This is an optimization exercise on Yosys and OpenROAD, whose aim is small area, a short achievable clock period and few clock cycles, not a production implementation.
No functional check of the RTL was part of any run shown here.
Power is estimated from default activity; no workload was simulated.

**flow/standard.sh**
```bash
#!/bin/bash
# synth_recipe.tcl (not shown) runs the flow's synth.tcl, then flattens the netlist and writes it again
# the make line also repeats each setting of config.mk as NAME=value (left out here)
make -C /OpenROAD-flow-scripts/flow DESIGN_CONFIG=/design/flow/config.mk WORK_HOME=/design/flow/orfs CLKGATE_MAP_FILE= SYNTH_SCRIPT=/design/flow/synth_recipe.tcl "${@:-finish}"
```
**flow/design.v**
```verilog
module turf_dec (
    input  wire       clk,
    input  wire       rst,         
    input  wire       start,       
    input  wire [6:0] width_m1,    
    input  wire       in_valid,
    input  wire [7:0] in_data,
    output wire       in_ready,
    output reg        out_valid,
    output reg  [7:0] out_data,
    output reg        out_last,    
    input  wire       out_ready,
    output wire       err
);
    localparam QN = 2;             
    localparam QW = 1;             
    localparam [1:0] G_LIT = 2'd0,   
                     G_ABV = 2'd2,   
                     G_DLT = 2'd3;   
    localparam [2:0] P_IDLE = 3'd0,
                     P_HDR  = 3'd1,    
                     P_RAW  = 3'd2,    
                     P_TOK  = 3'd3,    
                     P_EXT  = 3'd4,    
                     P_LIT  = 3'd5,    
                     P_REPV = 3'd6,    
                     P_DLT  = 3'd7;    
    reg  [6:0] wm;                 
    reg        bv, skv;
    reg  [7:0] bd, sk;
    reg        p_pop;
    reg        irdy;               
    assign in_ready = irdy;
    wire   take     = in_valid && irdy;
    wire   skv_n    = !(rst || start) && !(!bv || p_pop) && (skv || take);
    always @(posedge clk) begin
        skv  <= skv_n;
        irdy <= !skv_n;
        if (rst || start) begin
            bv <= 1'b0;
        end else begin
            if (!bv || p_pop) begin
                bv <= skv || take;
                bd <= skv ? sk : in_data;
            end else if (take)
                sk <= in_data;
        end
    end
    reg  [2:0] ps;
    reg        perr;
    reg  [1:0] hcnt;
    reg  [8:0] brem;               
    reg        big;                
    reg  [7:0] xr;                 
    reg  [6:0] tokl;               
    reg  [1:0] ttyp;
    reg  [6:0] tq;                 
    reg        dodd;               
    reg        rdone;              
    reg        q_full;
    reg        push;
    reg  [1:0] push_t;
    reg  [6:0] push_c;
    reg  [2:0] ps_n;
    reg        perr_n;
    assign err = perr;
    wire body_end = !big && brem == 9'd0;
    wire body_one = !big && brem == 9'd1;    
    wire ext      = bd[5:1] == 5'b11111;      
    wire is_tok   = (ps == P_TOK);
    wire [6:0] mq    = is_tok ? {1'b0, bd[5:0]} : bd[6:0] + 7'd62;
    wire [7:0] lq    = (ps == P_RAW) ? 8'd0 : !is_tok ? bd :
                       ext ? 8'd61 : {2'd0, bd[5:0]};
    wire [8:0] xr_s  = {1'b0, xr} + {1'b0, ~lq};
    wire       m_ok  = xr_s[8];
    wire [7:0] xr_n  = xr_s[7:0];
    wire [7:0] xr_m1 = xr - 8'd1;
    wire       m_end = lq == xr_m1;               
    wire p_nopush = (ps == P_HDR && hcnt != 2'd3) ||
                    (is_tok && (bd[7:6] != 2'd2 || ext)) ||
                    (ps == P_EXT && ttyp != 2'd2);
    wire p_run    = !perr && ps != P_IDLE;
    always @(*) begin
        p_pop  = bv && p_run && (!q_full || p_nopush);
        push   = 1'b0;
        push_t = G_LIT;
        push_c = 7'd0;
        ps_n   = ps;
        perr_n = 1'b0;
        case (ps)
            P_HDR: if (p_pop && hcnt == 2'd3) begin
                if (bd[7:2] != 6'd0 || bd[1:0] == 2'b11)
                    perr_n = 1'b1;
                if (bd[1:0] == 2'b01) begin
                    ps_n = P_RAW;
                    if (big || brem != {2'b0, wm} + 9'd1)
                        perr_n = 1'b1;
                end else if (bd[1:0] == 2'b10) begin
                    push   = 1'b1;
                    push_t = G_ABV;
                    push_c = wm;
                    if (!body_end)
                        perr_n = 1'b1;
                end else
                    ps_n = P_TOK;
            end
            P_RAW: if (p_pop) begin
                push = 1'b1;
                if (xr == 8'd1) ps_n = P_HDR;
            end
            P_TOK, P_EXT: begin
                if (body_end)
                    perr_n = 1'b1;
                if (p_pop) begin
                    if (is_tok && (tokl == 7'd0 || bd[5:0] == 6'd63))
                        perr_n = 1'b1;
                    if (is_tok && ext) begin
                        ps_n = P_EXT;
                        if (!m_ok)
                            perr_n = 1'b1;
                    end else begin
                        if (!m_ok)
                            perr_n = 1'b1;
                        case (is_tok ? bd[7:6] : ttyp)
                            2'd0: ps_n = P_LIT;
                            2'd1: ps_n = P_REPV;
                            2'd3: ps_n = P_DLT;
                            default: begin
                                push   = 1'b1;
                                push_t = G_ABV;
                                push_c = mq;
                                if (m_end) begin
                                    ps_n = P_HDR;
                                    if (!body_one) perr_n = 1'b1;
                                end else
                                    ps_n = P_TOK;
                            end
                        endcase
                    end
                end
            end
            P_LIT, P_REPV, P_DLT: begin
                if (body_end)
                    perr_n = 1'b1;
                if (p_pop) begin
                    push = 1'b1;
                    if (ps == P_REPV)
                        push_c = tq;
                    else if (ps == P_DLT) begin
                        push_t = G_DLT;
                        push_c = (tq == 7'd0 && dodd) ? 7'd0 : 7'd1;
                        if (tq == 7'd0 && dodd && bd[7:4] != 4'd0)
                            perr_n = 1'b1;
                    end
                    if (ps == P_REPV || tq == 7'd0) begin
                        if (rdone) begin
                            ps_n = P_HDR;
                            if (!body_one) perr_n = 1'b1;
                        end else
                            ps_n = P_TOK;
                    end
                end
            end
            default: ;
        endcase
    end
    always @(posedge clk) begin
        if (rst) begin
            ps   <= P_IDLE;
            perr <= 1'b0;
        end else if (start) begin
            ps   <= P_HDR;
            perr <= 1'b0;
            hcnt <= 2'd0;
            wm   <= width_m1;
        end else begin
            perr <= perr || perr_n;
            ps <= ps_n;
            if (p_pop) begin
                if (ps != P_HDR)
                    brem <= brem - 9'd1;
                case (ps)
                    P_HDR: begin
                        hcnt <= hcnt + 2'd1;
                        case (hcnt)
                            2'd0: begin brem[7:0] <= bd; big <= 1'b0; end
                            2'd1: begin brem[8] <= bd[0]; big <= bd[7:1] != 7'd0; end
                            2'd2: if (bd != 8'd0) big <= 1'b1;
                            default: begin
                                xr   <= {1'b0, wm} + 8'd1;
                                tokl <= {1'b0, wm[6:1]} + 7'd17;
                            end
                        endcase
                    end
                    P_RAW: xr <= xr_n;
                    P_TOK: begin
                        tokl <= tokl - 7'd1;
                        ttyp <= bd[7:6];
                        xr   <= xr_n;
                    end
                    P_EXT: xr <= xr_n;
                    P_LIT, P_DLT: tq <= tq - 7'd1;
                    default: ;
                endcase
                if ((is_tok && !ext) || ps == P_EXT) begin
                    tq    <= ((is_tok ? bd[7:6] : ttyp) == 2'd3) ? {1'b0, mq[6:1]} : mq;
                    dodd  <= !mq[0];
                    rdone <= m_end;
                end
            end
        end
    end
    reg  [1:0] qt [0:QN-1];
    reg  [6:0] qc [0:QN-1];
    reg  [7:0] qv [0:QN-1];
    reg  [QW-1:0] qwp, qrp;
    reg  [QW:0]   qn;
    reg        cv;                 
    reg  [1:0] ct;
    reg  [6:0] cc;
    reg  [7:0] cval;
    reg        okv;                
    reg  [7:0] okd;
    reg        okl;
    wire       emit    = cv && !okv;
    wire       cfree   = !cv || (emit && cc == 7'd0);
    wire       q_empty = (qn == 0);
    wire       q_pop   = cfree && !q_empty;
    wire       q_push  = push && !(cfree && q_empty);
    always @(posedge clk) begin
        if (rst || start) begin
            cv     <= 1'b0;
            qn     <= 0;
            qwp    <= 0;
            qrp    <= 0;
            q_full <= 1'b0;
        end else begin
            if (q_push) begin
                qt[qwp] <= push_t;
                qc[qwp] <= push_c;
                qv[qwp] <= bd;
                qwp     <= (qwp == QN - 1) ? 0 : qwp + 1;
            end
            if (q_pop)
                qrp <= (qrp == QN - 1) ? 0 : qrp + 1;
            if (q_push && !q_pop) begin
                qn     <= qn + 1;
                q_full <= (qn == QN - 1);
            end else if (q_pop && !q_push) begin
                qn     <= qn - 1;
                q_full <= 1'b0;
            end
            if (cfree) begin
                cv <= !q_empty || push;
                if (!q_empty) begin
                    ct   <= qt[qrp];
                    cc   <= qc[qrp];
                    cval <= qv[qrp];
                end else begin
                    ct   <= push_t;
                    cc   <= push_c;
                    cval <= bd;
                end
            end else if (emit) begin
                cc <= cc - 7'd1;
                if (ct == G_DLT)
                    cval <= {4'd0, cval[7:4]};
            end
        end
    end
    reg        frow;               
    reg        rs;                 
    reg  [6:0] exr;                
    reg  [7:0] dl1;                
    wire [7:0] prev    = rs ? 8'd0 : dl1;
    wire [7:0] tap [0:7];
    wire [7:0] above   = frow ? 8'd0 : tap[7];
    wire [7:0] dpix    = prev + {{4{cval[3]}}, cval[3:0]};
    wire [7:0] pix     = (ct == G_ABV) ? above :
                         (ct == G_DLT) ? dpix : cval;
    wire       last    = (exr == 7'd0);
    wire [6:0] dsel = wm;
    assign tap[0] = dl1;
    genvar gi;
    generate
        for (gi = 0; gi < 7; gi = gi + 1) begin : g_seg
            localparam integer L = 1 << (6 - gi);             
            reg [8*L-1:0] sr;
            if (L == 1) begin : g_one
                always @(posedge clk)
                    if (emit) sr <= tap[gi];
            end else begin : g_many
                always @(posedge clk)
                    if (emit) sr <= {sr[8*L-9:0], tap[gi]};
            end
            assign tap[gi + 1] = dsel[6 - gi] ? sr[8*L-1 -: 8] : tap[gi];
        end
    endgenerate
    always @(posedge clk) begin
        if (emit) begin
            dl1 <= pix;
        end
    end
    always @(posedge clk) begin
        if (rst || start) begin
            frow <= 1'b1;
            rs   <= 1'b1;
            exr  <= width_m1;
        end else if (emit) begin
            rs <= last;
            if (last) begin
                exr  <= wm;
                frow <= 1'b0;
            end else
                exr <= exr - 7'd1;
        end
    end
    reg  [7:0] ohd;
    reg        ohl;
    wire       ostall = out_valid && !out_ready;
    wire [7:0] onew   = okv ? okd : pix;
    wire       olnew  = okv ? okl : last;
    always @(posedge clk) begin
        out_valid <= !(rst || start) && (ostall || okv || emit);
        out_data  <= ostall ? ohd : onew;
        out_last  <= ostall ? ohl : olnew;
        ohd       <= ostall ? out_data : onew;
        ohl       <= ostall ? out_last : olnew;
        if (rst || start || !ostall)
            okv <= 1'b0;
        else if (emit) begin
            okv <= 1'b1;
            okd <= pix;
            okl <= last;
        end
    end
endmodule
```
**flow/flow/run.sh**
```bash
#!/bin/bash
# Standard layout, with timing repair aimed at a larger setup slack than
# config.mk's settings allow. Each tool's full output goes to its own log.
set -euo pipefail
bash standard.sh SETUP_SLACK_MARGIN=5.4 synth > make_synth.log 2>&1
bash standard.sh SETUP_SLACK_MARGIN=5.4 finish > make_finish.log 2>&1
```
**flow/config.mk**
```make
export PLATFORM = sky130hd
export DESIGN_NAME = turf_dec
export DESIGN_NICKNAME = turf_dec
export VERILOG_FILES = /design/flow/design.v
export SDC_FILE = /design/flow/constraint.sdc
export NUM_CORES = 4
export LEC_CHECK = 0
export ABC_CLOCK_PERIOD_IN_PS = 2700
export CAP_MARGIN = 20
export CORE_MARGIN = 2
export CORE_UTILIZATION = 55
export CTS_BUF_LIST = sky130_fd_sc_hd__clkbuf_16
export CTS_CLUSTER_DIAMETER = 100
export CTS_CLUSTER_SIZE = 30
export PLACE_DENSITY = 0.7
export SLEW_MARGIN = 20
```
**flow/constraint.sdc**
```tcl
create_clock -name core_clock -period 8.0 [get_ports {clk}]
set_input_delay 1.6000 -clock core_clock [delete_from_list [all_inputs] [get_ports {clk}]]
set_output_delay 1.6000 -clock core_clock [all_outputs]
set_load 0.01 [all_outputs]
```
==> summary.txt, run 1 <==
Outcome
  • Status: complete, no violations

STA
  • Slew @ Worst Pin: 1.10 ns
  • Period utilization: 0.350
  • Slew margin rel.: 0.258
  • Clk_skew: 0.0287 ns
  • Crit path time final: 2.80 ns
  • Max Fclk: 358 MHz
  • Fin. max-slew vios: 0
  • Count of final setup violators: 0
  • Setup TNS: 0 ns
  • Final hold vios: 0
  • Unrepaired setup endpoints after global routing: true

Cells and area
  • Final core occ: 0.624
  • Area Overhead vs Synth: 12.1%
  • Filler cell count: 4904
  • N_diodes: 0
  • Share of cells above drive strength 1: 0.163
  • Nets@finish: 2290

Logic synthesis
  • Synth top area share: 0.848
  • Flops & latches, synth: 1188
  • Async set-reset flop share out of synthesis: 0
  • Number of synthesized flops with an enable pin: 1152
  • Largest area contributor in the netlist: edfxtp_1
  • Area of the mapped netlist: 40800 µm²
  • Main flop type after synthesis: edfxtp_1
  • Register area share after synthesis: 0.866
  • Cells after Synth: 2059
  • Commonest cells in the netlist: 1152 x edfxtp_1, 100 x nand2_1, 93 x nor2_1
  • Syn. warnings: 1
  • Synth Net Count: 2117
  • Count leader, synth: edfxtp_1
  • Syn_area_per_cell: 19.8 µm²
  • Netlist cell types: 69
  • Area contributors post-synth: edfxtp_1 85%, dfxtp_1 1.8%, ha_1 1.1%

Drt
  • DR vias: 17800
  • Iter 0 DRT Violations: 1633
  • TritonRoute pass-1 iters: 5
  • DRC viols: 0
  • Final wirelength: 65300 µm
  • Detail Route Antenna Nets: 0
  • Vias per cell: 5.53
  • Wire per inst: 20.3 µm

Job
  • Max-Cap Viols: 0

Worst setup path
  • CP Launch Type: flop
  • Crit path DAT: 3.32 ns
  • CP cell instances: buf_6, buf_6, mux2_4, o211ai_1, a31oi_1, mux2_4, mux2i_4, o21ai_2, o311a_1, a21o_1
  • Crit path max fanout: 4
  • Crit-path max cell delay: 0.56 ns
  • Crit. End Element: flop
  • WP data required: 8.52 ns
  • Setup CP Type: reg -> reg
  • Crit path max-delay cell type: edfxtp_1

Die
  • Core area: 73200 µm²
  • Die Wd: 276 µm
  • Site Rows: 99
  • Die Span Y: 276 µm
  • Initial core utilization: 0.557
  • Die Footprint: 76300 µm²
  • # IOs: 32

Global routing
  • GRT Overall Usage: 0.167
  • Vias in the first global route: 17100
  • Largest net degree at the start of global routing: 182
  • Initial antenna violation count: 0
  • First-pass GRT wire length: 98800 µm
  • Congestion Overflow GR: 0

Worst hold path
  • Worst Hold Class: reg -> reg

Clock tree
  • Clock root cell: clkbuf_16
  • Clk sinks: 1188
  • Total CTS buffers: 47
  • H-Tree Level Count: 2
  • Clk latency of the worst-skew pair: 0.63 ns
  • CTS tree: done
  • Clock buffer depth: 3
  • Clock slew at reported path FFs: 0.11 ns

Pwr
  • Worst vdd ir: 0.176 mV
  • Leak Pwr: 14.9 nW
  • PD cells: 227 nW/µm²

Place
  • IO buf count: 31
  • Routability congestion estimate: 0.865
  • Hpwl dp: 36600 µm
critical path, delay by kind of cell (launching register included):
kind,cells,cell delay (ns)
flops,1,0.56
mux,3,0.80
compound gates,5,1.00
buf+inv,2,0.30
where the power goes:
group	total (mW)	leakage, nW	switching (mW)	internal [mW]
Combinational	0.452	3.35	0.276	0.176
Sequential	7.07	10.8	0.0757	7.00
Clock	2.85	0.756	1.74	1.11
cell type report:
type / count / area [µm²] / area share
Clock buffer: 47 / 1180 / 0.0257
Clock inverter: 30 / 201 / 0.00441
Inverter: 51 / 211 / 0.00463
Multi-Input combinational cell: 768 / 5740 / 0.126
Sequential cell: 1188 / 35400 / 0.774
Tap cell: 959 / 1200 / 0.0263
Timing Repair Buffer: 173 / 1790 / 0.0392
Timing Repair inverter: 3 / 15.0 / 0.000329
placed cells by master (no fill, tap or decap), drive strengths merged, types with 6 or more instances in the layout:
master and count:
mux2 32, nor4 8, or3 9, o21ai 68, nor3b 6, a221o 10
clkinvlp 7, a21oi 69, xor2 26, mux2i 31, a211oi 9, ha 36
nand2 101, nor3 27, nor2 93, o211ai 14, nand3 19, edfxtp 1152
o211a 6, dfxtp 36, a21o 19, clkbuf 50, buf 150, nand2b 22
clkdlybuf4s50 17, nor2b 19, and2 9, xnor2 42, a31oi 7, inv 72
o31ai 6
routing by layer:
layer	GRT usage	up-vias	part of all wire
li1	-	8259	-
met1	0.259	9062	0.48
met2	0.251	381	0.45
met3	0.0209	95	0.047
met4	0.0520	0	0.029
met5	0	-	0
worst paths after layout:
check                  start  cells after the start               to  slack, ns
max                    wm[6]                     10      out_data[5]       5.20
max reg2reg            wm[6]                     10      out_data[5]       5.20
min reg2reg  g_seg[1].sr[34]                      0  g_seg[1].sr[42]       0.41
min          g_seg[1].sr[34]                      0  g_seg[1].sr[42]       0.41
kinds of logic after synthesis:
group           synth area share
flops                      0.866
simple gates              0.0397
compound gates            0.0413
buf+inv                  0.00982
xor+xnor                  0.0146
mux                       0.0164
fa+ha+maj                 0.0120
registers in the layout (all words and copies together), names as in the netlist, 2 cells and up, named ones only:
name,count
g_seg.sr,1016
qv,16
qc,14
brem,9
bd,8
cval,8
dl1,8
ohd,8
okd,8
out_data,8
sk,8
xr,8
cc,7
exr,7
tokl,7
tq,7
wm,7
qt,4
ps,3
ct,2
hcnt,2
qn,2
ttyp,2
through the flow:
stage	hold slack (ns)	setup WS, ns	total power [mW]	std cells	cell area, µm²
global placement	0.400	3.78	7.55	3012	42400
floorplan	0.400	-8.39	7.56	2059	41000
detailed placement	0.405	3.64	7.56	3013	42400
global route	0.411	5.05	10.7	3219	45700
finish	0.414	5.20	10.4	3219	45700
CTS	0.410	5.20	10.5	3175	44900
repair_timing:
action	CTS	global route
cloned	5	4
hold buffers	0	0
pin swaps	52	59
endpoints found under the setup margin	1216	283
setup buffers	80	40
resized for setup	201	95
==> inputs of run 2 (changes only) <==
==> flow/flow/run.sh (replaced) <==
#!/bin/bash
# Standard layout, with timing repair aimed at a larger setup slack than
# config.mk's settings allow. Each tool's full output goes to its own log.
set -euo pipefail
bash standard.sh SETUP_SLACK_MARGIN=5.3 synth > make_synth.log 2>&1
bash standard.sh SETUP_SLACK_MARGIN=5.3 finish > make_finish.log 2>&1
--- a/flow/config.mk
+++ b/flow/config.mk
@@ -5,7 +5,7 @@
 export SDC_FILE = /design/flow/constraint.sdc
 export NUM_CORES = 4
 export LEC_CHECK = 0
-export ABC_CLOCK_PERIOD_IN_PS = 2700
+export ABC_AREA = 1
 export CAP_MARGIN = 20
 export CORE_MARGIN = 2
 export CORE_UTILIZATION = 55
==> run 2 against run 1 <==
Compared with the run above:
- still clean on timing, DRC and antenna
- clock skew increased by 0.0088 ns
- final cell count rose by 7.3%
- sequential share of layout area rose by 1.7 points
- worst setup slack better by 0.034 ns
- combinational power shrank 16%
- flip-flop and latch count unchanged
- worst hold slack improved by 0.0037 ns
- routed wire length grew 1.3%
- critical path type is now reg -> out
- critical endpoint is now out_data[6]
- largest power group unchanged
==> summary.txt, run 2 <==
Place
  • Area after DPL: 42500 µm²
  • IO buf count: 31
  • Pre-CTS setup slack: 3.87 ns
  • Hpwl dp: 39700 µm
  • # placed instances: 3306
  • Routability congestion estimate: 0.854

Outcome
  • Status: complete, no violations

STA
  • Period utilization: 0.345
  • Final hold vios: 0
  • Unrepaired setup endpoints after global routing: true
  • Fin. max-slew vios: 0
  • Clk_skew: 0.0375 ns
  • Slew @ Worst Pin: 1.13 ns
  • Hold WS: 0.418 ns
  • Count of final setup violators: 0
  • Post-route worst setup slack: 5.24 ns
  • Setup TNS: 0 ns
  • Slew margin rel.: 0.249
  • Max Fclk: 362 MHz
  • Crit path time final: 2.76 ns

Worst setup path
  • CP Launch Type: flop
  • Reg-to-reg endpoint: xr[6]
  • Flop2flop setup slack: 5.31 ns
  • Crit-path max cell delay: 0.42 ns
  • Crit path DAT: 1.16 ns
  • Crit. End Element: output pin
  • Launching point of the worst reg2reg path: bd[2]
  • Kind of cell adding the most delay to the critical path: flip-flops
  • Crit path to: out_data[6]
  • Crit path max fanout: 2
  • Crit path max-delay cell type: dfxtp_4
  • WP buf/inv: 1
  • Crit path from: out_data[6]
  • WP data required: 6.40 ns
  • Worst r2r path cells: 16
  • CP cell instances: buf_6
  • Setup CP Type: reg -> out
  • WP depth: 1

Clock tree
  • Post-CTS Hold Fix Bufs: 0
  • Clk latency of the worst-skew pair: 0.63 ns
  • Clock buffer depth: 3
  • Total CTS buffers: 46
  • H-Tree Level Count: 2
  • CTS tree: done
  • Clock root cell: clkbuf_16
  • Clk sinks: 1188
  • Clock slew at reported path FFs: 0.11 ns

Pwr
  • Worst vdd ir: 0.164 mV
  • PD cells: 228 nW/µm²
  • Tot Pwr: 10.2 mW
  • Leak Pwr: 14.7 nW

Cells and area
  • Max reg flops: 1016
  • Most common cell after layout, fill and taps aside: edfxtp_1
  • Top flop regs: g_seg.sr: 1016 flops, qv: 16 flops, qc: 14 flops
  • N_diodes: 0
  • Filler cell count: 5333
  • Final Cell Area: 44700 µm²
  • Nets@finish: 2504
  • Area Overhead vs Synth: 9.16%
  • Share of cells above drive strength 1: 0.100
  • Final core occ: 0.603
  • Non-Filler Instances: 3453
  • Largest register by flop count: g_seg.sr
  • Commonest non-fill, non-tap cells in the layout: 1152 x edfxtp_1, 356 x nand2_1, 198 x inv_1

Global routing
  • Vias in the first global route: 17700
  • Initial antenna violation count: 0
  • Congestion Overflow GR: 0
  • GRT Overall Usage: 0.170
  • Largest net degree at the start of global routing: 209
  • First-pass GRT wire length: 101000 µm

Logic synthesis
  • Async set-reset flop share out of synthesis: 0
  • Number of synthesized flops with an enable pin: 1152
  • Synth Net Count: 2383
  • Flops & latches, synth: 1188
  • Count leader, synth: edfxtp_1
  • Synth top area share: 0.845
  • Area contributors post-synth: edfxtp_1 85%, nand2_1 3.3%, dfxtp_1 1.8%
  • Area of the mapped netlist: 40900 µm²
  • Syn. warnings: 1
  • Syn_area_per_cell: 17.6 µm²
  • Register area share after synthesis: 0.863
  • Main flop type after synthesis: edfxtp_1
  • Largest area contributor in the netlist: edfxtp_1
  • Commonest cells in the netlist: 1152 x edfxtp_1, 360 x nand2_1, 172 x inv_1
  • Cells after Synth: 2325
  • Netlist cell types: 60

Worst hold path
  • Worst Hold Class: reg -> reg

Die
  • # IOs: 32
  • Die Wd: 277 µm
  • Core area: 74100 µm²
  • Die Footprint: 76600 µm²
  • Initial core utilization: 0.553
  • Site Rows: 100
  • Die Span Y: 277 µm

Job
  • Max-Cap Viols: 0

Drt
  • DRC viols: 0
  • TritonRoute pass-1 iters: 5
  • DR vias: 18600
  • Vias per cell: 5.37
  • Detail Route Antenna Nets: 0
  • Final wirelength: 66200 µm
  • Iter 0 DRT Violations: 1693
  • Wire per inst: 19.2 µm
run 2: final cells by class:
type	instances	area [µm²]	share of cell area
Clock buffer	47	1180	0.0263
Clock inverter	39	201	0.00451
Inverter	184	714	0.0160
Multi-Input combinational cell	923	4960	0.111
Sequential cell	1188	35400	0.791
Tap cell	969	1210	0.0271
Timing Repair Buffer	103	1070	0.0239
run 2: worst min-delay path by stage:
| stage | start | endpoint | slack, ns | depth (start not counted) |
|---|---|---|---|---|
| global placement | g_seg[2].sr[58] | g_seg[2].sr[66] | 0.40 | 0 |
| detailed placement | g_seg[0].sr[173] | g_seg[0].sr[181] | 0.40 | 0 |
| global route | g_seg[4].sr[17] | g_seg[4].sr[25] | 0.41 | 0 |
| floorplan | g_seg[0].sr[92] | g_seg[0].sr[100] | 0.40 | 0 |
| CTS | g_seg[2].sr[11] | g_seg[2].sr[19] | 0.40 | 0 |
| finish | g_seg[1].sr[77] | g_seg[1].sr[85] | 0.42 | 0 |
run 2: what timing repair did:
item,CTS,global route
pin swaps,6,19
setup buffers,33,24
cloned,3,1
setup endpoints to repair,527,348
resized for setup,127,27
run 2: power breakdown:
group	internal (mW)	leakage [nW]	switching (mW)
Clock	1.10	0.793	1.71
Combinational	0.113	3.63	0.267
Sequential	6.95	10.3	0.0595
run 2: kinds of logic after synthesis:
| logic type | count (synthesis) | synth area share |
|---|---|---|
| xor+xnor | 25 | 0.00535 |
| flops | 1188 | 0.863 |
| simple gates | 646 | 0.0667 |
| buf+inv | 215 | 0.0205 |
| mux | 3 | 0.000734 |
| compound gates | 210 | 0.0321 |
| fa+ha+maj | 38 | 0.0120 |
run 2: per-layer routing:
layer / share of wire / track usage
met2: 0.46 / 0.266
met3: 0.047 / 0.0208
met4: 0.021 / 0.0433
met1: 0.47 / 0.258
met5: 0 / 0
==> inputs of run 3 (changes only) <==
--- a/flow/design.v
+++ b/flow/design.v
@@ -74,8 +74,7 @@
     wire [8:0] xr_s  = {1'b0, xr} + {1'b0, ~lq};
     wire       m_ok  = xr_s[8];
     wire [7:0] xr_n  = xr_s[7:0];
-    wire [7:0] xr_m1 = xr - 8'd1;
-    wire       m_end = lq == xr_m1;               
+    wire       m_end = xr_n == 8'd0;
     wire p_nopush = (ps == P_HDR && hcnt != 2'd3) ||
                     (is_tok && (bd[7:6] != 2'd2 || ext)) ||
                     (ps == P_EXT && ttyp != 2'd2);
==> run 3 against run 2 <==
Compared with the run above:
- still clean
- via count decreased by 1.8%
- global-route usage decreased by 0.73 points
- worst setup slack got worse by 0.10 ns
- sequential share of layout area increased by 0.35 points
- critical endpoint is now err
- largest power group unchanged
- highest routed layer unchanged
==> summary.txt, run 3 <==
Job
  • Max-Cap Viols: 0

Logic synthesis
  • Count leader, synth: edfxtp_1
  • Netlist cell types: 58
  • Synth Area in Adders: 0.0114
  • Commonest cells in the netlist: 1152 x edfxtp_1, 362 x nand2_1, 175 x inv_1
  • Area of the mapped netlist: 40900 µm²
  • Synth top area share: 0.847
  • Main flop type after synthesis: edfxtp_1
  • Synth Net Count: 2365
  • Simple logic cell fraction of the synthesized area: 0.0688
  • Async set-reset flop share out of synthesis: 0
  • Syn. warnings: 1
  • Syn_area_per_cell: 17.7 µm²
  • Largest family of logic cells by synthesized area: simple AND/OR/NAND/NOR gates
  • Largest area contributor in the netlist: edfxtp_1
  • Mux contribution to synthesized area: 0.00122
  • Flops & latches, synth: 1188
  • Post-synthesis compound-gate area fraction: 0.0279
  • Number of synthesized flops with an enable pin: 1152
  • Register area share after synthesis: 0.864
  • Post-Synth XOR/XNOR Area: 0.00557
  • Cells after Synth: 2309
  • Area contributors post-synth: edfxtp_1 85%, nand2_1 3.3%, dfxtp_1 1.8%

STA
  • Crit path time final: 2.86 ns
  • Unrepaired setup endpoints after global routing: true
  • Setup TNS: 0 ns
  • Final hold vios: 0
  • Slew @ Worst Pin: 1.03 ns
  • Post-route worst setup slack: 5.14 ns
  • Max Fclk: 349 MHz
  • Clk_skew: 0.0389 ns
  • Fin. max-slew vios: 0
  • Count of final setup violators: 0
  • Period utilization: 0.358
  • Slew margin rel.: 0.311
  • Hold WS: 0.416 ns

Drt
  • Final wirelength: 63200 µm
  • Vias per cell: 5.37
  • Wire per inst: 18.6 µm
  • TritonRoute pass-1 iters: 6
  • Iter 0 DRT Violations: 1883
  • Detail Route Antenna Nets: 0
  • DR vias: 18200
  • DRC viols: 0

Worst setup path
  • WP data required: 6.40 ns
  • Crit path DAT: 1.26 ns
  • Crit-path max cell delay: 0.39 ns
  • Kind of cell adding the most delay to the critical path: flip-flops
  • Crit path max-delay cell type: dfxtp_2
  • CP Launch Type: flop
  • WP buf/inv: 1
  • Crit. End Element: output pin
  • CP cell instances: clkdlybuf4s15_2
  • Crit path max fanout: 3
  • Setup CP Type: reg -> out

Cells and area
  • Largest register by flop count: g_seg.sr
  • Top flop regs: g_seg.sr: 1016 flops, qv: 16 flops, qc: 14 flops
  • Nets@finish: 2467
  • Filler cell count: 5132
  • Most common cell after layout, fill and taps aside: edfxtp_1
  • Share of cells above drive strength 1: 0.102
  • N_diodes: 0
  • Seq. cell area: 35300 µm²
  • Area occupied by multi-input gates: 4960 µm²
  • Area Overhead vs Synth: 8.83%
  • Max reg flops: 1016
  • Commonest non-fill, non-tap cells in the layout: 1152 x edfxtp_1, 355 x nand2_1, 182 x inv_1

Clock tree
  • H-Tree Level Count: 2
  • CTS tree: done
  • Clock root cell: clkbuf_16
  • Clk sinks: 1188
  • Clock slew at reported path FFs: 0.10 ns
  • Clock buffer depth: 3
  • Clk latency of the worst-skew pair: 0.64 ns
  • Total CTS buffers: 47
  • Post-CTS Hold Fix Bufs: 0

Die
  • Initial core utilization: 0.558
  • # IOs: 32
  • Die Span Y: 277 µm
  • Die Footprint: 76500 µm²
  • Site Rows: 99
  • Core area: 73200 µm²
  • Die Wd: 277 µm

Place
  • IO buf count: 31
  • Routability congestion estimate: 0.885
  • Pre-CTS setup slack: 3.63 ns
  • Hpwl dp: 37300 µm

Pwr
  • Worst vdd ir: 0.296 mV
  • PD cells: 223 nW/µm²
  • Leak Pwr: 14.6 nW

Global routing
  • Largest net degree at the start of global routing: 204
  • Congestion Overflow GR: 0
  • First-pass GRT wire length: 97400 µm
  • Vias in the first global route: 17400
  • Initial antenna violation count: 0
  • GRT Overall Usage: 0.163

Worst hold path
  • Worst Hold Class: reg -> reg

Outcome
  • Status: complete, no violations
[run 3: area by class of cell]
cell class,count,share of cell area
Clock buffer,47,0.0264
Clock inverter,24,0.00433
Inverter,184,0.0158
Multi-Input combinational cell,903,0.111
Sequential cell,1188,0.795
Tap cell,959,0.0270
Timing Repair Buffer,87,0.0202
[run 3: cell families (layout without fill, tap and decap cells)]
| group | count (synthesis) | after routing |
|---|---|---|
| buffers and inverters | 218 | 342 |
| DFF | 1188 | 1188 |
| adders and majority gates | 36 | 36 |
| AOI/OAI and AO/OA | 180 | 180 |
| muxes | 5 | 5 |
| xor gates and xnor gates | 26 | 26 |
| and+or+nand+nor | 656 | 656 |
[run 3: repair_timing]
| item | CTS | global route |
|---|---|---|
| setup buffers | 21 | 19 |
| endpoints found under the setup margin | 866 | 403 |
| resized for setup | 109 | 42 |
| pin swaps | 16 | 11 |
| gates cloned | 2 | 0 |
[run 3: where the power goes]
part	leakage [nW]	internal [mW]	switching (mW)	total, mW
Clock	0.726	1.11	1.73	2.84
Combinational	3.56	0.0862	0.181	0.267
Sequential	10.3	6.79	0.0280	6.81
[run 3: through the flow]
stage	util	cells	cell area, µm²	power (mW)
after detailed placement	0.580	3279	42400	7.20
after global routing	0.607	3392	44500	10.3
after global placement	0.580	3279	42400	7.19
after floorplan	-	2309	41000	7.13
after CTS	0.604	3373	44200	10.0
final	0.607	3392	44500	9.92
[run 3: worst paths after layout]
kind             startpoint              end  slack (ns)  depth (start not counted)
min reg2reg  g_seg[2].sr[9]  g_seg[2].sr[17]        0.42                          0
max                    perr              err        5.14                          1
min          g_seg[2].sr[9]  g_seg[2].sr[17]        0.42                          0
max reg2reg           bd[1]             perr        5.19                         22
[run 3: layer usage]
layer / part of all wire / global-route usage
met5: 0 / 0
met3: 0.056 / 0.0245
met1: 0.49 / 0.262
met2: 0.43 / 0.229
met4: 0.026 / 0.0517
==> inputs of run 4 (changes only) <==
--- a/flow/design.v
+++ b/flow/design.v
@@ -74,7 +74,8 @@
     wire [8:0] xr_s  = {1'b0, xr} + {1'b0, ~lq};
     wire       m_ok  = xr_s[8];
     wire [7:0] xr_n  = xr_s[7:0];
-    wire       m_end = xr_n == 8'd0;
+    wire [7:0] xr_m1 = xr - 8'd1;
+    wire       m_end = lq == xr_m1;               
     wire p_nopush = (ps == P_HDR && hcnt != 2'd3) ||
                     (is_tok && (bd[7:6] != 2'd2 || ext)) ||
                     (ps == P_EXT && ttyp != 2'd2);
==> flow/flow/run.sh (replaced) <==
#!/bin/bash
# Standard layout, with timing repair aimed at a larger setup slack than
# config.mk's settings allow and the pixel output ports kept on one edge.
# Each tool's full output goes to its own log.
set -euo pipefail
K=("SETUP_SLACK_MARGIN=5.3" "IO_CONSTRAINTS=$PWD/flow/io.tcl")
bash standard.sh "${K[@]}" synth > make_synth.log 2>&1
bash standard.sh "${K[@]}" finish > make_finish.log 2>&1
==> flow/flow/io.tcl (new file) <==
# Keep the pixel output port and its handshake together on the bottom edge.
set_io_pin_constraint -pin_names {out_valid out_ready out_last out_data[0] out_data[1] out_data[2] out_data[3] out_data[4] out_data[5] out_data[6] out_data[7]} -region bottom:*
==> run 4 against run 3 <==
Compared with the run above:
- sequential power up 3%
- worst hold slack worse by 0.016 ns
- fmax up 6.0%
- clock power down 2%
- critical path type unchanged
- first-iteration DRC count down 21%
- cell area up 0.37%
- still clean
- area after synthesis up 0.18%
- combinational power up about 40%
- highest routed layer unchanged
==> summary.txt, run 4 <==
STA
  • Unrepaired setup endpoints after global routing: true
  • Setup TNS: 0 ns
  • Final hold vios: 0
  • Max Fclk: 370 MHz
  • Count of final setup violators: 0
  • Slew margin rel.: 0.314
  • Post-route worst setup slack: 5.30 ns
  • Slew @ Worst Pin: 1.03 ns
  • Fin. max-slew vios: 0
  • Clk_skew: 0.0452 ns
  • Period utilization: 0.338
  • Hold WS: 0.400 ns
  • Crit path time final: 2.70 ns

Clock tree
  • Total CTS buffers: 46
  • Clock slew at reported path FFs: 0.11 ns
  • Clock root cell: clkbuf_16
  • Post-CTS Hold Fix Bufs: 0
  • Clk latency of the worst-skew pair: 0.64 ns
  • Clock buffer depth: 3
  • CTS tree: done
  • Clk sinks: 1188
  • H-Tree Level Count: 2

Global routing
  • Initial antenna violation count: 2
  • Vias in the first global route: 17500
  • GRT Overall Usage: 0.167
  • First-pass GRT wire length: 99200 µm
  • Largest net degree at the start of global routing: 200
  • Congestion Overflow GR: 0

Pwr
  • Net Sw Frac: 0.198
  • Logic pwr share: 0.037
  • Internal: 8.15 mW
  • Tot Pwr: 10.2 mW
  • PD cells: 228 nW/µm²
  • Sw power: 2.01 mW
  • Leak Pwr: 14.6 nW
  • Reg power frac: 0.690
  • Worst vdd ir: 0.141 mV
  • Clock network power share: 0.273

Logic synthesis
  • Count leader, synth: edfxtp_1
  • Area contributors post-synth: edfxtp_1 85%, nand2_1 3.3%, dfxtp_1 1.8%
  • Syn. warnings: 1
  • Cells after Synth: 2325
  • Commonest cells in the netlist: 1152 x edfxtp_1, 360 x nand2_1, 172 x inv_1
  • Synth Net Count: 2383
  • Netlist cell types: 60
  • Number of synthesized flops with an enable pin: 1152
  • Syn_area_per_cell: 17.6 µm²
  • Synth top area share: 0.845
  • Main flop type after synthesis: edfxtp_1
  • Area of the mapped netlist: 40900 µm²
  • Async set-reset flop share out of synthesis: 0
  • Register area share after synthesis: 0.863
  • Largest area contributor in the netlist: edfxtp_1
  • Flops & latches, synth: 1188

Worst setup path
  • Crit path max-delay cell type: dfxtp_2
  • WP buf/inv: 1
  • WP data required: 6.40 ns
  • Crit-path max cell delay: 0.35 ns
  • Setup CP Type: reg -> out
  • Crit. End Element: output pin
  • Crit path DAT: 1.10 ns
  • CP cell instances: buf_6
  • CP Launch Type: flop
  • Crit path max fanout: 2
  • Kind of cell adding the most delay to the critical path: flip-flops

Drt
  • Final wirelength: 65200 µm
  • DRC viols: 0
  • Detail Route Antenna Nets: 0
  • Iter 0 DRT Violations: 1496
  • Vias per cell: 5.32
  • DR vias: 18300
  • TritonRoute pass-1 iters: 7
  • Wire per inst: 19.0 µm

Cells and area
  • Most common cell after layout, fill and taps aside: edfxtp_1
  • Area Overhead vs Synth: 9.04%
  • Final core occ: 0.603
  • Nets@finish: 2507
  • Final Cell Area: 44600 µm²
  • Largest register by flop count: g_seg.sr
  • Non-Filler Instances: 3439
  • Max reg flops: 1016
  • N_diodes: 0
  • Top flop regs: g_seg.sr: 1016 flops, qv: 16 flops, qc: 14 flops
  • Commonest non-fill, non-tap cells in the layout: 1152 x edfxtp_1, 352 x nand2_1, 182 x inv_1
  • Share of cells above drive strength 1: 0.105
  • Filler cell count: 5290

Die
  • Die Footprint: 76600 µm²
  • Core area: 74100 µm²
  • Die Wd: 277 µm
  • Die Span Y: 277 µm
  • Initial core utilization: 0.553
  • Site Rows: 100
  • # IOs: 32

Place
  • # placed instances: 3306
  • Area after DPL: 42500 µm²
  • Pre-CTS setup slack: 3.42 ns
  • Routability congestion estimate: 0.870
  • IO buf count: 31
  • Hpwl dp: 38600 µm

Worst hold path
  • Worst Hold Class: reg -> reg

Outcome
  • Status: complete, no violations

Job
  • Max-Cap Viols: 0
==> run 4: cell types whose count changed in the layout (fill, tap and decap cells not counted), moves of 5 or more <==
| cell | change |
|---|---|
| o211ai_1 | +7 |
| o21ai_1 | +7 |
| nand3_1 | -23 |
| buf_4 | +18 |
| nor2_1 | +25 |
| a31oi_1 | +8 |
| o21bai_1 | -7 |
| a21boi_0 | +8 |
| o21ai_0 | +5 |
==> run 4: cells by family (layout without fill, tap and decap cells) <==
family                   Yosys count  in the layout  share of synthesized area
flip-flops                      1188           1188                      0.863
AO/OA/AOI/OAI                    210            210                     0.0321
adder cells (fa/ha/maj)           38             38                     0.0120
AND/OR/NAND/NOR                  646            646                     0.0667
buffers and inverters            215            360                     0.0205
multiplexers                       3              3                   0.000734
XOR/XNOR                          25             25                    0.00535
==> run 4: path summary, 6_finish.rpt <==
path | depth (start not counted) | end | slack (ns) | from
max | 1 | in_ready | 5.30 | irdy
min | 0 | g_seg[2].sr[54] | 0.40 | g_seg[2].sr[46]
max reg2reg | 16 | xr[6] | 5.33 | bd[1]
min reg2reg | 0 | g_seg[2].sr[54] | 0.40 | g_seg[2].sr[46]
==> run 4: layout make-up <==
type / instances / area, µm² / share of cell area
clock buffers: 47 / 1180 / 0.0263
clock inverters: 22 / 146 / 0.00328
inverters: 184 / 721 / 0.0161
multi-input cells: 922 / 5010 / 0.112
flip-flops and latches: 1188 / 35300 / 0.792
well taps: 969 / 1210 / 0.0272
repair buffers: 106 / 1030 / 0.0230
repair inverters: 1 / 7.51 / 0.000168
==> run 4: layer usage <==
layer | global-route usage | vias to the layer above | wire length [µm]
li1 | - | 8680 | -
met1 | 0.255 | 9119 | 30900
met2 | 0.252 | 388 | 29600
met3 | 0.0243 | 103 | 2770
met4 | 0.0578 | 0 | 1940
met5 | 0 | - | 0
==> run 4: timing repair <==
action	4_1_cts	5_1_grt
pin swaps	8	16
setup endpoints to repair	378	933
resized for setup	111	39
cloned	1	1
setup buffers	40	22
endpoints found under the hold margin	0	0
==> run 4: power groups by stage <==
| stage | Combinational (mW) | Clock (mW) | Sequential (mW) |
|---|---|---|---|
| floorplan | 0.227 | 0 | 7.22 |
| global placement | 0.322 | 0 | 7.16 |
| detailed placement | 0.332 | 0 | 7.16 |
| CTS | 0.361 | 2.91 | 7.01 |
| global route | 0.416 | 3.09 | 7.03 |
| finish | 0.375 | 2.78 | 7.01 |
==> inputs of run 5 (changes only) <==
--- a/flow/design.v
+++ b/flow/design.v
@@ -64,6 +64,7 @@
     reg  [2:0] ps_n;
     reg        perr_n;
     assign err = perr;
+    wire [8:0] brem_m1 = brem - 9'd1;
     wire body_end = !big && brem == 9'd0;
     wire body_one = !big && brem == 9'd1;    
     wire ext      = bd[5:1] == 5'b11111;      
@@ -93,7 +94,7 @@
                     perr_n = 1'b1;
                 if (bd[1:0] == 2'b01) begin
                     ps_n = P_RAW;
-                    if (big || brem != {2'b0, wm} + 9'd1)
+                    if (big || brem_m1 != {2'b0, wm})
                         perr_n = 1'b1;
                 end else if (bd[1:0] == 2'b10) begin
                     push   = 1'b1;
@@ -178,7 +179,7 @@
             ps <= ps_n;
             if (p_pop) begin
                 if (ps != P_HDR)
-                    brem <= brem - 9'd1;
+                    brem <= brem_m1;
                 case (ps)
                     P_HDR: begin
                         hcnt <= hcnt + 2'd1;
==> run 5 against run 4 <==
Compared with the run above:
- clock power is 3% higher
- area after synthesis hardly changed
- critical path depth stayed put
- global-route usage is 0.72 points higher
- core utilization hardly changed
- non-clock buffer count is 14 lower
- via count is 1.4% higher
- final cell count is 0.38% lower
- routed wire length is 3.5% higher
- clock skew is 0.0093 ns lower
- cell area hardly changed
- critical endpoint is now err
- largest cell class unchanged
- largest power group unchanged
==> summary.txt, run 5 <==
Drt
  • DR vias: 18600
  • Wire per inst: 19.7 µm
  • TritonRoute pass-1 iters: 8
  • Vias per cell: 5.41
  • DRC viols: 0
  • Detail Route Antenna Nets: 0
  • Final wirelength: 67500 µm
  • Iter 0 DRT Violations: 1717

Clock tree
  • Clock buffer depth: 3
  • Clock root cell: clkbuf_16
  • Clk latency of the worst-skew pair: 0.66 ns
  • Clk sinks: 1188
  • CTS tree: done
  • H-Tree Level Count: 2
  • Post-CTS Hold Fix Bufs: 0
  • Total CTS buffers: 47
  • Clock slew at reported path FFs: 0.11 ns

Worst setup path
  • Kind of cell adding the most delay to the critical path: flip-flops
  • Crit path from: perr
  • Setup CP Type: reg -> out
  • WP data required: 6.40 ns
  • Crit-path max cell delay: 0.37 ns
  • Crit. End Element: output pin
  • Flop2flop setup slack: 5.39 ns
  • CP cell instances: buf_6
  • Crit path DAT: 1.13 ns
  • Worst r2r path cells: 18
  • Crit path to: err
  • WP buf/inv: 1
  • Crit path max fanout: 2
  • WP depth: 1
  • Launching point of the worst reg2reg path: bd[1]
  • Reg-to-reg endpoint: xr[7]
  • CP Launch Type: flop
  • Crit path max-delay cell type: dfxtp_2

Cells and area
  • Share of cells above drive strength 1: 0.0993
  • Seq. cell area: 35300 µm²
  • Final Cell Area: 44600 µm²
  • Most common cell after layout, fill and taps aside: edfxtp_1
  • Filler cell count: 5334
  • N_diodes: 0
  • Top flop regs: g_seg.sr: 1016 flops, qv: 16 flops, qc: 14 flops
  • Nets@finish: 2504
  • Final core occ: 0.602
  • Largest register by flop count: g_seg.sr
  • Area occupied by multi-input gates: 5000 µm²
  • Area Overhead vs Synth: 8.98%
  • Commonest non-fill, non-tap cells in the layout: 1152 x edfxtp_1, 387 x nand2_1, 143 x inv_1
  • Max reg flops: 1016

Logic synthesis
  • Area contributors post-synth: edfxtp_1 85%, nand2_1 3.6%, dfxtp_1 1.8%
  • Netlist cell types: 55
  • Number of synthesized flops with an enable pin: 1152
  • Largest area contributor in the netlist: edfxtp_1
  • Count leader, synth: edfxtp_1
  • Synth Net Count: 2394
  • Register area share after synthesis: 0.863
  • Commonest cells in the netlist: 1152 x edfxtp_1, 391 x nand2_1, 149 x inv_1
  • Flops & latches, synth: 1188
  • Area of the mapped netlist: 40900 µm²
  • Syn. warnings: 1
  • Syn_area_per_cell: 17.5 µm²
  • Synth top area share: 0.845
  • Main flop type after synthesis: edfxtp_1
  • Cells after Synth: 2336
  • Async set-reset flop share out of synthesis: 0

Global routing
  • Congestion Overflow GR: 0
  • First-pass GRT wire length: 103000 µm
  • Largest net degree at the start of global routing: 213
  • Initial antenna violation count: 2
  • Vias in the first global route: 18000
  • GRT Overall Usage: 0.175

Place
  • Routability congestion estimate: 0.855
  • Hpwl dp: 39400 µm
  • Pre-CTS setup slack: 3.48 ns
  • Area after DPL: 42500 µm²
  • IO buf count: 31

Worst hold path
  • Hold Crit Depth: 0
  • Worst Hold Class: reg -> reg

Pwr
  • Net Sw Frac: 0.201
  • Clock network power share: 0.281
  • Tot Pwr: 10.2 mW
  • Worst vdd ir: 0.175 mV
  • Sw power: 2.05 mW
  • Internal: 8.18 mW
  • Leak Pwr: 14.6 nW
  • PD cells: 229 nW/µm²
  • Logic pwr share: 0.036
  • Reg power frac: 0.684

Die
  • Die Span Y: 277 µm
  • Die Wd: 277 µm
  • Core area: 74100 µm²
  • Initial core utilization: 0.553
  • Site Rows: 100
  • # IOs: 32
  • Die Footprint: 76600 µm²

STA
  • Unrepaired setup endpoints after global routing: true
  • Fin. max-slew vios: 0
  • Final hold vios: 0
  • Max Fclk: 367 MHz
  • Post-route worst setup slack: 5.27 ns
  • Period utilization: 0.341
  • Crit path time final: 2.73 ns
  • Count of final setup violators: 0
  • Slew margin rel.: 0.311
  • Clk_skew: 0.0359 ns
  • Setup TNS: 0 ns
  • Slew @ Worst Pin: 1.03 ns

Outcome
  • Status: complete, no violations

Job
  • Max-Cap Viols: 0
run 5: kinds of logic after synthesis:
kind of cell	share of synthesized area
fa+ha+maj	0.0120
xor+xnor	0.00599
flops	0.863
compound gates	0.0299
buf+inv	0.0190
simple gates	0.0694
mux	0.000978
run 5: area by class of cell:
class | count | area share
inverter | 171 | 0.0148
clock buffer | 47 | 0.0264
multi-input combinational | 945 | 0.112
tap | 969 | 0.0272
timing repair buffer | 92 | 0.0226
clock inverter | 13 | 0.00440
sequential | 1188 | 0.792
timing repair inverter | 1 | 0.000168
run 5: power by group through the flow:
stage | clock network [mW] | registers [mW] | logic (mW)
3_5_place_dp | 0 | 7.14 | 0.324
2_1_floorplan | 0 | 7.20 | 0.219
3_3_place_gp | 0 | 7.14 | 0.313
6_report | 2.87 | 6.99 | 0.364
4_1_cts | 2.99 | 7.00 | 0.350
5_1_grt | 3.17 | 7.01 | 0.404
run 5: timing repair:
item,CTS,global route
pin swaps,11,10
setup endpoints to repair,405,670
gates cloned,1,3
setup buffers,29,15
gates resized for setup,116,29
run 5: metal layers:
layer,share of wire,wire [µm],GRT usage
met4,0.029,1980,0.0556
met3,0.050,3340,0.0261
met1,0.45,30700,0.256
met2,0.47,31500,0.275
met5,0,0,0
run 5: worst min path at each step:
stage                                 from                to
after floorplan            g_seg[0].sr[92]  g_seg[0].sr[100]
after global placement      g_seg[4].sr[2]   g_seg[4].sr[10]
after detailed placement  g_seg[0].sr[117]  g_seg[0].sr[125]
after CTS                 g_seg[0].sr[148]  g_seg[0].sr[156]
after global routing      g_seg[0].sr[148]  g_seg[0].sr[156]
final                     g_seg[0].sr[148]  g_seg[0].sr[156]
run 5: stage by stage:
| step | hold WS, ns | cells |
|---|---|---|
| 3_3_place_gp | 0.402 | 3318 |
| 5_1_grt | 0.406 | 3426 |
| 4_1_cts | 0.380 | 3408 |
| 2_1_floorplan | 0.400 | 2336 |
| 3_5_place_dp | 0.405 | 3318 |
| 6_report | 0.396 | 3426 |
==> inputs of run 6 (changes only) <==
--- a/flow/config.mk
+++ b/flow/config.mk
@@ -8,9 +8,9 @@
 export ABC_AREA = 1
 export CAP_MARGIN = 20
 export CORE_MARGIN = 2
-export CORE_UTILIZATION = 55
+export CORE_UTILIZATION = 60
 export CTS_BUF_LIST = sky130_fd_sc_hd__clkbuf_16
 export CTS_CLUSTER_DIAMETER = 100
 export CTS_CLUSTER_SIZE = 30
-export PLACE_DENSITY = 0.7
+export PLACE_DENSITY = 0.8
 export SLEW_MARGIN = 20
==> run 6 against run 5 <==
Compared with the run above:
- flip-flop and latch count is the same
- highest routed layer unchanged
- count of clock-buffer cells in the layout down 1
- die area is 8.2% lower
==> summary.txt, run 6 <==
Global routing
  • First-pass GRT wire length: 105000 µm
  • Congestion Overflow GR: 0
  • Vias in the first global route: 18400
  • Initial antenna violation count: 0
  • GRT Overall Usage: 0.197
  • Largest net degree at the start of global routing: 222

Worst setup path
  • Setup CP Type: reg -> out
  • CP Launch Type: flop
  • Crit path DAT: 1.12 ns
  • Flop2flop setup slack: 5.37 ns
  • Crit. End Element: output pin
  • Crit-path max cell delay: 0.38 ns
  • Crit path max fanout: 2
  • Crit path max-delay cell type: dfxtp_2
  • WP buf/inv: 1
  • Kind of cell adding the most delay to the critical path: flip-flops
  • CP cell instances: buf_6
  • WP data required: 6.40 ns

Cells and area
  • Filler cell count: 4290
  • Area Overhead vs Synth: 8.29%
  • Seq. cell area: 35300 µm²
  • Nets@finish: 2503
  • Top flop regs: g_seg.sr: 1016 flops, qv: 16 flops, qc: 14 flops
  • Largest register by flop count: g_seg.sr
  • N_diodes: 0
  • Commonest non-fill, non-tap cells in the layout: 1152 x edfxtp_1, 387 x nand2_1, 155 x inv_1
  • Area occupied by multi-input gates: 5020 µm²
  • Share of cells above drive strength 1: 0.0975
  • Max reg flops: 1016
  • Non-Filler Instances: 3335
  • Most common cell after layout, fill and taps aside: edfxtp_1

Logic synthesis
  • Synth top area share: 0.845
  • Syn. warnings: 1
  • Async set-reset flop share out of synthesis: 0
  • Largest area contributor in the netlist: edfxtp_1
  • Post-synthesis compound-gate area fraction: 0.0299
  • Netlist cell types: 55
  • Count leader, synth: edfxtp_1
  • Flops & latches, synth: 1188
  • Synth Net Count: 2394
  • Post-Synth XOR/XNOR Area: 0.00599
  • Number of synthesized flops with an enable pin: 1152
  • Mux contribution to synthesized area: 0.000978
  • Largest family of logic cells by synthesized area: simple AND/OR/NAND/NOR gates
  • Commonest cells in the netlist: 1152 x edfxtp_1, 391 x nand2_1, 149 x inv_1
  • Area contributors post-synth: edfxtp_1 85%, nand2_1 3.6%, dfxtp_1 1.8%
  • Area of the mapped netlist: 40900 µm²
  • Simple logic cell fraction of the synthesized area: 0.0694
  • Cells after Synth: 2336
  • Register area share after synthesis: 0.863
  • Synth Area in Adders: 0.0120
  • Main flop type after synthesis: edfxtp_1
  • Syn_area_per_cell: 17.5 µm²

Drt
  • Iter 0 DRT Violations: 1981
  • Final wirelength: 69600 µm
  • Wire per inst: 20.9 µm
  • Detail Route Antenna Nets: 0
  • TritonRoute pass-1 iters: 5
  • Vias per cell: 5.63
  • DR vias: 18800
  • DRC viols: 0

Place
  • Pre-CTS setup slack: 3.73 ns
  • IO buf count: 31
  • # placed instances: 3226
  • Hpwl dp: 41600 µm
  • Routability congestion estimate: 0.859

Die
  • Die Span Y: 265 µm
  • Die Wd: 265 µm
  • Site Rows: 95
  • # IOs: 32
  • Core area: 67400 µm²
  • Initial core utilization: 0.607
  • Die Footprint: 70300 µm²

STA
  • Hold WS: 0.412 ns
  • Slew @ Worst Pin: 0.844 ns
  • Period utilization: 0.340
  • Max Fclk: 367 MHz
  • Count of final setup violators: 0
  • Unrepaired setup endpoints after global routing: true
  • Post-route worst setup slack: 5.28 ns
  • Setup TNS: 0 ns
  • Slew margin rel.: 0.437
  • Final hold vios: 0
  • Fin. max-slew vios: 0
  • Crit path time final: 2.72 ns
  • Clk_skew: 0.0234 ns

Worst hold path
  • Worst Hold Class: reg -> reg

Clock tree
  • Clock root cell: clkbuf_16
  • Total CTS buffers: 46
  • Clk sinks: 1188
  • Clk latency of the worst-skew pair: 0.64 ns
  • H-Tree Level Count: 2
  • Clock buffer depth: 3
  • Clock slew at reported path FFs: 0.12 ns
  • CTS tree: done

Pwr
  • Leak Pwr: 14.6 nW
  • Tot Pwr: 10.1 mW
  • Worst vdd ir: 0.181 mV
  • PD cells: 229 nW/µm²

Job
  • Max-Cap Viols: 0

Outcome
  • Status: complete, no violations
run 6: cell counts after synthesis:
Identical to the previous run, type by type.
run 6: logic make-up after synthesis:
| logic type | count (synthesis) |
|---|---|
| flip-flops | 1188 |
| AO/OA/AOI/OAI | 203 |
| adder cells (fa/ha/maj) | 38 |
| buffers and inverters | 203 |
| multiplexers | 4 |
| XOR/XNOR | 28 |
| AND/OR/NAND/NOR | 672 |
run 6: per-stage QoR:
stage | instance area, µm² | utilization
after floorplan | 40900 | -
after global placement | 42400 | 0.629
after detailed placement | 42400 | 0.629
after CTS | 44100 | 0.654
after global routing | 44300 | 0.658
final | 44300 | 0.658
run 6: worst paths after layout:
path / endpoint / cells past startpoint / start
max reg2reg: perr / 21 / bd[1]
max: out_data[1] / 1 / out_data[1]
min reg2reg: g_seg[0].sr[201] / 0 / g_seg[0].sr[193]
min: g_seg[0].sr[201] / 0 / g_seg[0].sr[193]
run 6: layout make-up:
class	count	area share
well taps	873	0.0246
multi-input cells	945	0.113
repair buffers	93	0.0206
inverters	171	0.0148
clock buffers	46	0.0260
clock inverters	19	0.00344
flip-flops and latches	1188	0.797
run 6: worst reg2reg max path, delay by kind of cell (launching register included):
kind,cells,cell delay (ns)
compound gates,2,0.25
simple gates,13,0.91
fa+ha+maj,3,0.78
flops,1,0.46
buf+inv,3,0.14
run 6: report_power, final:
group	internal (mW)	switching [mW]	total (mW)
Clock	1.08	1.71	2.79
Sequential	6.94	0.0589	6.99
Combinational	0.101	0.262	0.363
run 6: what timing repair did:
action,4_1_cts,5_1_grt
buffers inserted,21,21
pin swaps,14,11
gates resized for setup,120,22
setup endpoints to repair,728,464
hold buffers,0,0
cloned,0,2
hold endpoints to repair,0,0
run 6: metal layers:
| metal | routed length, µm | global-route usage |
|---|---|---|
| met4 | 1870 | 0.0583 |
| met5 | 0 | 0 |
| met1 | 30200 | 0.284 |
| met3 | 3690 | 0.0238 |
| met2 | 33900 | 0.323 |

[afterwards: timing with drivers on the ports]
The results above use ideal ports. As a check the final layouts listed here were re-extracted and re-timed, cells and wires unchanged.
Step 1: set_driving_cell puts a clkbuf_16 on clk and a buf_2 on each other input, an assumption about the parent block.
Step 2, shift: input delay + t, output delay - t, t = (earliest + latest rising clock arrival at the registers) / 2. This alone moves slack from input paths to output paths.
a / b / c = ideal ports / drivers / drivers and shift; a / b = the first two.
run | t (ns) | slack for setup (ns) | worst hold slack (ns) | worst slew at a driven data input, ns
run 1 | 0.688 | 5.204 / 5.172 / 4.632 | 0.414 / 0.414 / 0.414 | 0.04
run 2 | 0.685 | 5.238 / 5.170 / 4.709 | 0.418 / 0.418 / 0.418 | 0.04
run 3 | 0.682 | 5.136 / 5.074 / 4.720 | 0.416 / 0.416 / 0.416 | 0.05
run 4 | 0.684 | 5.298 / 5.236 / 4.762 | 0.400 / 0.400 / 0.400 | 0.04
run 5 | 0.698 | 5.274 / 5.214 / 4.792 | 0.396 / 0.396 / 0.396 | 0.04
run 6 | 0.685 | 5.276 / 5.216 / 4.783 | 0.412 / 0.412 / 0.412 | 0.04
After both steps every run listed still meets setup and hold. The setup slack of run 1, which loses most, moves by -0.032 ns with the drivers and by -0.572 ns with both steps.
